What follows belongs to an exercise in optimizing a design on an open flow for a short achievable clock period, few clock cycles per item and low power; a production flow would make more cautious choices. The RTL was checked by simulation tests, not by an equivalence proof against the original design. Power is estimated from default activity; no workload was simulated.

==> flow/run.sh <==
#!/bin/bash
# synth_recipe.tcl (not shown) runs the flow's synth.tcl, then flattens the netlist and writes it again
# the make line also repeats each setting of config.mk as NAME=value (left out here)
make -C /OpenROAD-flow-scripts/flow DESIGN_CONFIG=/design/flow/config.mk WORK_HOME=/design/flow/orfs CLKGATE_MAP_FILE= SYNTH_SCRIPT=/design/flow/synth_recipe.tcl finish
==> flow/design.v <==
module cvu (
    input  wire        clk,
    input  wire        rst,
    input  wire        go,
    input  wire        abort,
    input  wire [3:0]  cfg_preset,
    input  wire        cfg_custom,
    input  wire [6:0]  cfg_width,
    input  wire        cfg_refin,
    input  wire        cfg_refout,
    input  wire [63:0] cfg_poly,
    input  wire [63:0] cfg_init,
    input  wire [63:0] cfg_xorout,
    input  wire [35:0] cfg_len,
    input  wire        range_ok,
    input  wire        held,
    input  wire        mp_on,
    input  wire        in_valid,
    input  wire [63:0] in_data,
    input  wire        in_ecc_err,
    input  wire        in_closed,
    output wire        in_ready,
    output wire        busy,
    output wire        done,
    output wire        aborted,
    output wire [7:0]  status,
    output wire [31:0] scans,
    output wire [63:0] result
);
    localparam [63:0] P0_POLY_L = 64'h1EDC_6F41_0000_0000;
    localparam [63:0] P0_INIT_L = 64'hFFFF_FFFF_0000_0000;
    localparam [63:0] P0_XOROUT = 64'h0000_0000_FFFF_FFFF;
    localparam [63:0] P0_U      = 64'h4869_EC38_DEA7_13F1;
    reg        busy_q, done_q, aborted_q;
    reg        st_m_q, st_e_q, st_c_q;      
    reg [31:0] scans_q;
    reg [63:0] crc_q;        
    reg [63:0] a_q;          
    reg [63:0] p_q;          
    reg [63:0] u_q;          
    reg [63:0] buf_q;        
    reg [6:0]  w_q;          
    reg        refin_q, refout_q;
    reg        su_q;         
    reg [1:0]  sc_q;         
    reg [32:0] wl_q;         
    reg        pend_q;       
    reg [2:0]  tk_q;         
    reg        rdy_q;        
    reg        bv_q;         
    reg        lastb_q;      
    reg        partb_q;      
    reg        rotd_q;       
    reg        fin_q;        
    reg        zl_q;         
    reg        err_q, errc_q;
    wire [63:0] fld       = cfg_poly | cfg_init | cfg_xorout;
    reg  [63:0] above;       
    integer ai;
    always @(*) begin
        for (ai = 0; ai < 64; ai = ai + 1)
            above[ai] = (cfg_width <= ai);
    end
    wire width_ok  = (cfg_width != 7'd0) && (cfg_width <= 7'd64);
    wire fields_ok = ~|(fld & above);
    wire cfg_ok    = cfg_custom ? (width_ok && fields_ok) : (cfg_preset == 4'd0);
    wire go_idle   = go && !busy_q;
    wire go_ok     = go_idle && !held && range_ok && cfg_ok && mp_on;
    wire [63:0] mv = crc_q ^ buf_q;      
    reg  [63:0] f;                       
    reg  [63:0] eng;                     
    integer ti, ki, bi, ji;
    always @(*) begin
        for (ti = 0; ti < 64; ti = ti + 1) begin
            f[ti] = 1'b0;
            for (ki = 0; ki <= ti; ki = ki + 1)
                f[ti] = f[ti] ^ (u_q[ki] & mv[63 - ti + ki]);
        end
        for (bi = 0; bi < 64; bi = bi + 1) begin
            eng[bi] = 1'b0;
            for (ji = 63 - bi; ji < 64; ji = ji + 1)
                eng[bi] = eng[bi] ^ (f[ji] & p_q[bi - 63 + ji]);
        end
    end
    wire        run      = busy_q && !su_q;
    wire        do_rot   = run && bv_q && partb_q && !rotd_q;
    wire        do_fin   = run && fin_q;
    wire [5:0]  s_amt    = 6'd0 - w_q[5:0];           
    wire [5:0]  amt      = su_q   ? s_amt :
                           do_fin ? w_q[5:0] : {tk_q, 3'b000};
    reg  [63:0] bm;
    integer mi;
    always @(*) begin
        for (mi = 0; mi < 64; mi = mi + 1)
            bm[mi] = do_fin || (do_rot && ((mi >> 3) >= 8 - tk_q));
    end
    wire [63:0] rin  = crc_q ^ (buf_q & bm);
    wire [127:0] rdbl = {rin, rin} << amt;
    wire [63:0] rot  = rdbl[127:64];
    reg  [63:0] lm;
    integer li;
    always @(*) begin
        for (li = 0; li < 64; li = li + 1)
            lm[li] = ((li >> 3) < tk_q);
    end
    function [63:0] rev64;
        input [63:0] v;
        integer i;
        begin
            for (i = 0; i < 64; i = i + 1)
                rev64[i] = v[63 - i];
        end
    endfunction
    function [63:0] perm;
        input [63:0] d;
        input        ri;
        integer i;
        begin
            for (i = 0; i < 8; i = i + 1)
                perm[8*(7-i) +: 8] = d[8*i +: 8];
            if (ri)
                perm = rev64(d);
        end
    endfunction
    wire [63:0] pl_s0 = rot;                     
    wire [63:0] qv_s0 = {1'b1, pl_s0[63:1]};
    wire [63:0] qv_p  = {1'b1, p_q[63:1]};
    reg  [7:0]  sd;
    integer si, sk;
    always @(*) begin
        sd[0] = 1'b1;
        for (si = 1; si < 8; si = si + 1) begin
            sd[si] = 1'b0;
            for (sk = 1; sk <= si; sk = sk + 1)
                sd[si] = sd[si] ^ (pl_s0[64 - sk] & sd[si - sk]);
        end
    end
    reg [63:0] sd_spread, f_spread;
    integer pi;
    always @(*) begin
        sd_spread = 64'd0;
        f_spread  = 64'd0;
        for (pi = 0; pi < 8; pi = pi + 1)
            sd_spread[2*pi] = sd[pi];
        for (pi = 0; pi < 32; pi = pi + 1)
            f_spread[2*pi] = f[pi];
    end
    assign in_ready = rdy_q;
    wire   take     = in_valid && rdy_q;
    wire   word_err = in_ecc_err || in_closed;
    wire   wl_z     = (wl_q == 33'd0);
    wire   wl_1     = (wl_q == 33'd1);
    wire   tk_last  = (wl_1 && !pend_q) || (wl_z && pend_q);     
    wire   more     = take ? !tk_last : (!wl_z || pend_q);
    wire   do_eng   = run && bv_q && !(partb_q && !rotd_q) && !fin_q;
    wire   eng_last = do_eng && lastb_q;
    wire   zl_end   = run && zl_q;
    wire   end_err  = busy_q && err_q;
    wire   end_ok   = !end_err && ((eng_last && refout_q) || do_fin || (zl_end && refout_q));
    wire   end_any  = end_err || end_ok;
    wire   end_ab   = busy_q && !end_any && (abort || !mp_on);
    wire   ending   = end_any || end_ab;
    wire   to_fin   = !end_err && ((eng_last && !refout_q) || (zl_end && !refout_q));
    always @(posedge clk) begin
        if (rst) begin
            busy_q    <= 1'b0;
            done_q    <= 1'b0;
            aborted_q <= 1'b0;
            st_m_q    <= 1'b0;
            st_e_q    <= 1'b0;
            st_c_q    <= 1'b0;
            scans_q   <= 32'd0;
            rdy_q     <= 1'b0;
            su_q      <= 1'b0;
            sc_q      <= 2'd0;
            bv_q      <= 1'b0;
            fin_q     <= 1'b0;
            zl_q      <= 1'b0;
            err_q     <= 1'b0;
            rotd_q    <= 1'b0;
        end else if (!busy_q) begin
            if (go_ok) begin
                busy_q    <= 1'b1;
                done_q    <= 1'b0;
                aborted_q <= 1'b0;
                st_m_q    <= 1'b0;
                st_e_q    <= 1'b0;
                st_c_q    <= 1'b0;
                su_q      <= cfg_custom;
                sc_q      <= 2'd0;
                rdy_q     <= !cfg_custom && (cfg_len != 36'd0);
                bv_q      <= 1'b0;
                fin_q     <= 1'b0;
                zl_q      <= (cfg_len == 36'd0);
                err_q     <= 1'b0;
                rotd_q    <= 1'b0;
            end else if (go) begin
                st_m_q    <= 1'b1;
                st_e_q    <= 1'b0;
                st_c_q    <= 1'b0;
            end
        end else begin
            if (ending) begin
                busy_q    <= 1'b0;
                rdy_q     <= 1'b0;
                scans_q   <= scans_q + 32'd1;
                done_q    <= end_ok;
                aborted_q <= end_ab;
                st_m_q    <= end_err && errc_q;
                st_e_q    <= end_err;
                st_c_q    <= end_err && errc_q;
            end else begin
                if (go)
                    st_m_q <= 1'b1;
                if (su_q) begin
                    sc_q <= sc_q + 2'd1;
                    if (sc_q == 2'd3)
                        su_q <= 1'b0;
                end
                if (su_q && sc_q != 2'd3)
                    rdy_q <= (sc_q == 2'd2) && (!wl_z || pend_q);
                else
                    rdy_q <= more && !(take && word_err);
                if (take) begin
                    bv_q <= 1'b1;
                    if (word_err) begin
                        err_q  <= 1'b1;
                        errc_q <= in_closed;
                    end
                end else if (do_eng) begin
                    bv_q <= 1'b0;
                end
                if (do_rot)
                    rotd_q <= 1'b1;
                if (to_fin)
                    fin_q <= 1'b1;
                if (zl_end)
                    zl_q <= 1'b0;
            end
        end
    end
    always @(posedge clk) begin
        if (!busy_q) begin
            if (go_ok) begin
                crc_q    <= cfg_custom ? cfg_poly   : P0_INIT_L;
                p_q      <= cfg_custom ? cfg_init   : P0_POLY_L;
                a_q      <= cfg_custom ? cfg_xorout : P0_XOROUT;
                u_q      <= P0_U;
                w_q      <= cfg_custom ? cfg_width  : 7'd32;
                refin_q  <= cfg_custom ? cfg_refin  : 1'b1;
                refout_q <= cfg_custom ? cfg_refout : 1'b1;
                wl_q     <= cfg_len[35:3];
                pend_q   <= (cfg_len[2:0] != 3'd0);
                tk_q     <= cfg_len[2:0];
            end
        end else if (su_q) begin
            case (sc_q)
                2'd0: begin
                    p_q   <= rot;
                    crc_q <= p_q;
                    u_q   <= sd_spread;
                    buf_q <= p_q ^ qv_s0;
                end
                2'd1: begin
                    crc_q <= a_q;
                    a_q   <= rot;
                    buf_q <= a_q ^ qv_p;
                    u_q   <= f_spread;
                end
                2'd2: begin
                    crc_q <= a_q;
                    a_q   <= refout_q ? crc_q : rot;
                    buf_q <= a_q ^ qv_p;
                    u_q   <= f_spread;
                end
                default: begin
                    u_q   <= f;
                end
            endcase
        end else begin
            if (do_fin) begin
                crc_q <= rot;
                a_q   <= 64'd0;
            end else if (do_rot) begin
                crc_q <= rot & lm;
                buf_q <= 64'd0;
                a_q   <= a_q ^ (refout_q ? rev64(rot & ~lm) : (rot & ~lm));
            end else if (do_eng) begin
                crc_q <= eng;
                if (lastb_q)
                    buf_q <= a_q;
            end else if (zl_q) begin
                buf_q <= a_q;
            end
        end
        if (busy_q && take) begin
            buf_q   <= perm(in_data, refin_q);
            wl_q    <= wl_z ? wl_q : wl_q - 33'd1;
            pend_q  <= wl_z ? 1'b0 : pend_q;
            lastb_q <= tk_last;
            partb_q <= wl_z;
        end
    end
    assign busy    = busy_q;
    assign done    = done_q;
    assign aborted = aborted_q;
    assign status  = {1'b0, st_e_q, st_e_q, 2'b00, st_c_q, st_e_q, st_m_q};
    assign scans   = scans_q;
    assign result  = (refout_q ? rev64(crc_q) : crc_q) ^ a_q;
endmodule
==> flow/config.mk <==
export PLATFORM = sky130hd
export DESIGN_NAME = cvu
export DESIGN_NICKNAME = cvu
export VERILOG_FILES = /design/flow/design.v
export SDC_FILE = /design/flow/constraint.sdc
export NUM_CORES = 4
export LEC_CHECK = 0
export CAP_MARGIN = 20
export CORE_MARGIN = 2
export CORE_UTILIZATION = 40
export SLEW_MARGIN = 20
==> flow/constraint.sdc <==
create_clock -name core_clock -period 10.0 [get_ports {clk}]
set_input_delay 2.0000 -clock core_clock [delete_from_list [all_inputs] [get_ports {clk}]]
set_output_delay 2.0000 -clock core_clock [all_outputs]
set_load 0.01 [all_outputs]
==> results by group <==
Finish
  – Fillers: 23300
  – Fin util: 44.7%
  – Nets@finish: 13200
  – Share of cells above drive strength 1: 6.31%
  – P&R area growth vs syn: 11.1%
  – Design Area, Final: 100000 um^2

STA
  – Final Cycle Share: 76.2%
  – Post-Route Skew: 60.7 ps
  – Final Hold Viols: 0
  – Actual slew at the worst max-slew pin: 1330 ps
  – Peak Freq: 131 MHz
  – Final setup viols: 0
  – Fin. max-slew vios: 0
  – Min cycle time layout: 7620 ps
  – Min Hold Slack: 489 ps
  – Max-slew headroom: 8.87%
  – Setup_tns: 0 ps
  – Unrepaired setup endpoints after global routing: false

Placement
  – Placed Area: 98300 um^2
  – GP Congestion: 1.12
  – Hpwl dp: 343000 um
  – IO buf count: 420

Pwr
  – Worst ir drop on vdd: 176 uV
  – PD cells: 58.3 nW/um^2
  – Sw Share: 36.2%
  – Psw: 2120 uW
  – Leak: 0.0367 uW
  – Flop pwr share: 32.1%
  – Int Pwr: 3730 uW
  – Clock share of power: 35.4%
  – Comb pwr share: 32.4%

Yosys
  – Mean Syn Cell Area: 6.87 um^2
  – Post-Syn Instances: 13200
  – Synth Cell Area: 90300 um^2
  – Netlist cell types: 98
  – Ys Warns: 1
  – Post-synth top cells: nand2_1 (4630), xnor2_1 (3134), xor2_1 (1057)
  – Largest cells by area after synthesis: xnor2_1 (30%), nand2_1 (19%), edfxtp_1 (12%), xor2_1 (10%), mux2i_1 (3.8%)
  – Post-synth top area share: 30.4%
  – Sequential area share after synthesis: 13.3%
  – Predominant post-synthesis flop cell: edfxtp_1
  – Most frequent cell after synthesis: nand2_1
  – FF+latch count, synth: 415
  – Cell taking the most area after synthesis: xnor2_1
  – EDFF count, synth: 368
  – Asr flop ratio synth: 0%

Min path
  – Worst Hold Path EP: st_c_q
  – Hold Crit Start: st_c_q
  – Hold Path Class: flop to flop
  – Hold Crit Depth: 2

GRT
  – GRT Residual Overflow: 0
  – Largest net degree at the start of global routing: 132
  – Vias in the first global route: 89900
  – First-pass GRT wire length: 726000 um
  – Total Routing Usage GR: 44.0%
  – Initial antenna violation count: 56

CTS
  – Post-CTS Setup Repair Bufs: 0
  – Register clock-pin slew on the reported worst setup and hold paths: 60 ps
  – CTS hold repair buffers: 0
  – CTS Sinks: 415
  – Root Buffer: clkbuf_16
  – PostCTS Resize Cnt: 0
  – Worst-Skew Late Latency: 710 ps
  – H-tree levels: 2
  – Clock tree buffer depth: 3
  – TritonCTS clock tree: yes
  – Num CTS Buffers: 52

Floorplanning
  – Top Ports: 424
  – Die width: 479 um
  – DIE HEIGHT: 479 um
  – Initial Utilization: 40.2%
  – Die area: 230000 um^2
  – Total core area: 225000 um^2
  – Row count: 174

Drt
  – Initial DRC count: 18100
  – Routed Antenna Nets: 0
  – Vias: 101000
  – Drt pass-1 iters: 9
  – Drt via density: 6.29
  – Routed WL: 529000 um
  – Residual DRC: 0
  – WL/cell: 33.1 um

Critical path
  – Reg2reg start: crc_q[31]
  – CP Launch Type: primary input
  – Critical Path AT: 7890 ps
  – CP Max Fanout: 64
  – R2r endpoint: crc_q[36]
  – CP peak stage delay: 1180 ps
  – CP max-delay cell: o31ai_1
  – CP endpoint kind: flop
  – WS Path Type: primary input to flop
  – Most common cell on crit path: o21ai_0
  – Delay-heaviest family, CP: compound AO/OA/AOI/OAI gates
  – Worst path required time: 10270 ps
  – CP Cell Sequence: clkdlybuf4s50_1, o31ai_1, buf_4, o21ai_0, nor4_1, nand3_1, a2111oi_0, nand4_1, nor3_1, o21ai_0, a2111oi_4, inv_1, nand2_4
  – R2R Setup Slk: 2380 ps
  – Reg2reg path depth: 18
  – Critical path buffers and inverters: 3

Flow run
  – Max-Cap Viols: 0

Outcome
  – Outcome: timing/DRC/antenna clean
[worst max-delay path by stage]
stage                   start       end  slack, ps  cells past startpoint
6_report       cfg_xorout[55]   p_q[48]       2380                     13
5_1_grt                  su_q   u_q[14]       2240                     21
4_1_cts                busy_q   u_q[14]       2450                     22
3_5_place_dp     cfg_width[4]  crc_q[1]       2380                     16
3_3_place_gp     cfg_width[5]    p_q[1]       2440                     15
2_1_floorplan  cfg_xorout[25]    a_q[0]       1700                     11
[power groups by stage]
stage | clock network (uW) | registers, uW | logic (uW)
2_1_floorplan | 0 | 1920 | 965
3_3_place_gp | 0 | 1920 | 1710
3_5_place_dp | 0 | 1920 | 1710
4_1_cts | 2040 | 1880 | 1720
5_1_grt | 2110 | 1880 | 1880
6_report | 2070 | 1880 | 1900
[cell families (layout without fill, tap and decap cells)]
kind of cell	after synthesis	count (layout)	share of synthesized area (%)
DFF	415	415	13.3
xor gates and xnor gates	4290	4290	43.0
and+or+nand+nor	5490	5490	24.1
muxes	391	391	4.42
other	1	35	0.00415
AOI/OAI and AO/OA	1290	1290	9.19
adders and majority gates	14	14	0.194
buffers and inverters	1260	1055	5.82
[worst min-delay path: stages, from the launching register on]
cell	delay, ps
dfxtp_1	320
nand3_1	60
a21oi_1	60
[flip-flops by register name, summed over array words and instances, names as in the netlist, 2 cells and up]
| signal | cells |
|---|---|
| crc_q | 64 |
| u_q | 64 |
| a_q | 64 |
| tk_q | 3 |
| buf_q | 64 |
| p_q | 64 |
| wl_q | 33 |
| scans_q | 32 |
| w_q | 6 |
| sc_q | 2 |
[per-layer routing]
metal | vias to the layer above | GRT usage [%] | routed length (um)
li1 | 41400 | - | -
met1 | 46800 | 53.9 | 184000
met3 | 2660 | 17.9 | 87500
met5 | - | 0.290 | 266
met2 | 9623 | 59.6 | 201000
met4 | 32 | 36.4 | 56300
[placed cells by master (no fill, tap or decap), drive strengths merged, types with 53 or more instances in the layout]
cell type and count:
xor2 1065, inv 71, or3 61, o21ai 376, mux2i 341, nor2 303
a21oi 292, nand3 146, clkbuf 65, xnor3 83, buf 467, a221oi 95
a31oi 53, nand2 4630, clkdlybuf4s50 419, edfxtp 368, o22ai 96, xnor2 3141
nor3 124
[final cells by class]
| class | count | area (um^2) | area share (%) |
|---|---|---|---|
| Clock inverter | 33 | 407 | 0.405 |
| Antenna cell | 32 | 80.1 | 0.0798 |
| Multi-Input combinational cell | 11500 | 74500 | 74.2 |
| Tap cell | 2992 | 3740 | 3.73 |
| Clock buffer | 62 | 1360 | 1.36 |
| Inverter | 71 | 270 | 0.269 |
| Sequential cell | 415 | 12000 | 12.0 |
| Timing Repair Buffer | 889 | 8010 | 7.98 |
[per-stage QoR]
step | worst slack (ps) | power, uW | instances
finish | 2380 | 5850 | 16000
global route | 2240 | 5860 | 15900
global placement | 2440 | 3620 | 15800
floorplan | 1700 | 2880 | 13200
CTS | 2450 | 5640 | 15900
detailed placement | 2380 | 3630 | 15800
Testbench counts, summed over its fixed seeds: cycles 24,937, bytes 188,376.

[port drivers added, routing unchanged]
Ports are ideal in the flow. The routed layout listed here was re-timed in OpenROAD. Step 1 assumes that a clkbuf_16 drives the clock port and a buf_2 every other input. Step 2 adds t to the input delays and takes it off the output delays; t is the mean of the earliest and latest rising clock arrival at the registers after step 1. Input paths then give back, and output paths get back, about the clock's delay inside the block. a / b / c = no drivers / after step 1 / after step 2; a / b = the first two.
t, ns: 0.774
setup slack, ns: 2.380 / 2.383 / 1.671
latest minus earliest clock arrival (ns): 0.060 / 0.061
slew at the worst register clock pin (ns): 0.08 / 0.08
After both steps this run still meets setup and hold. The setup slack of this run moves by +0.003 ns with the drivers and by -0.709 ns with both steps.
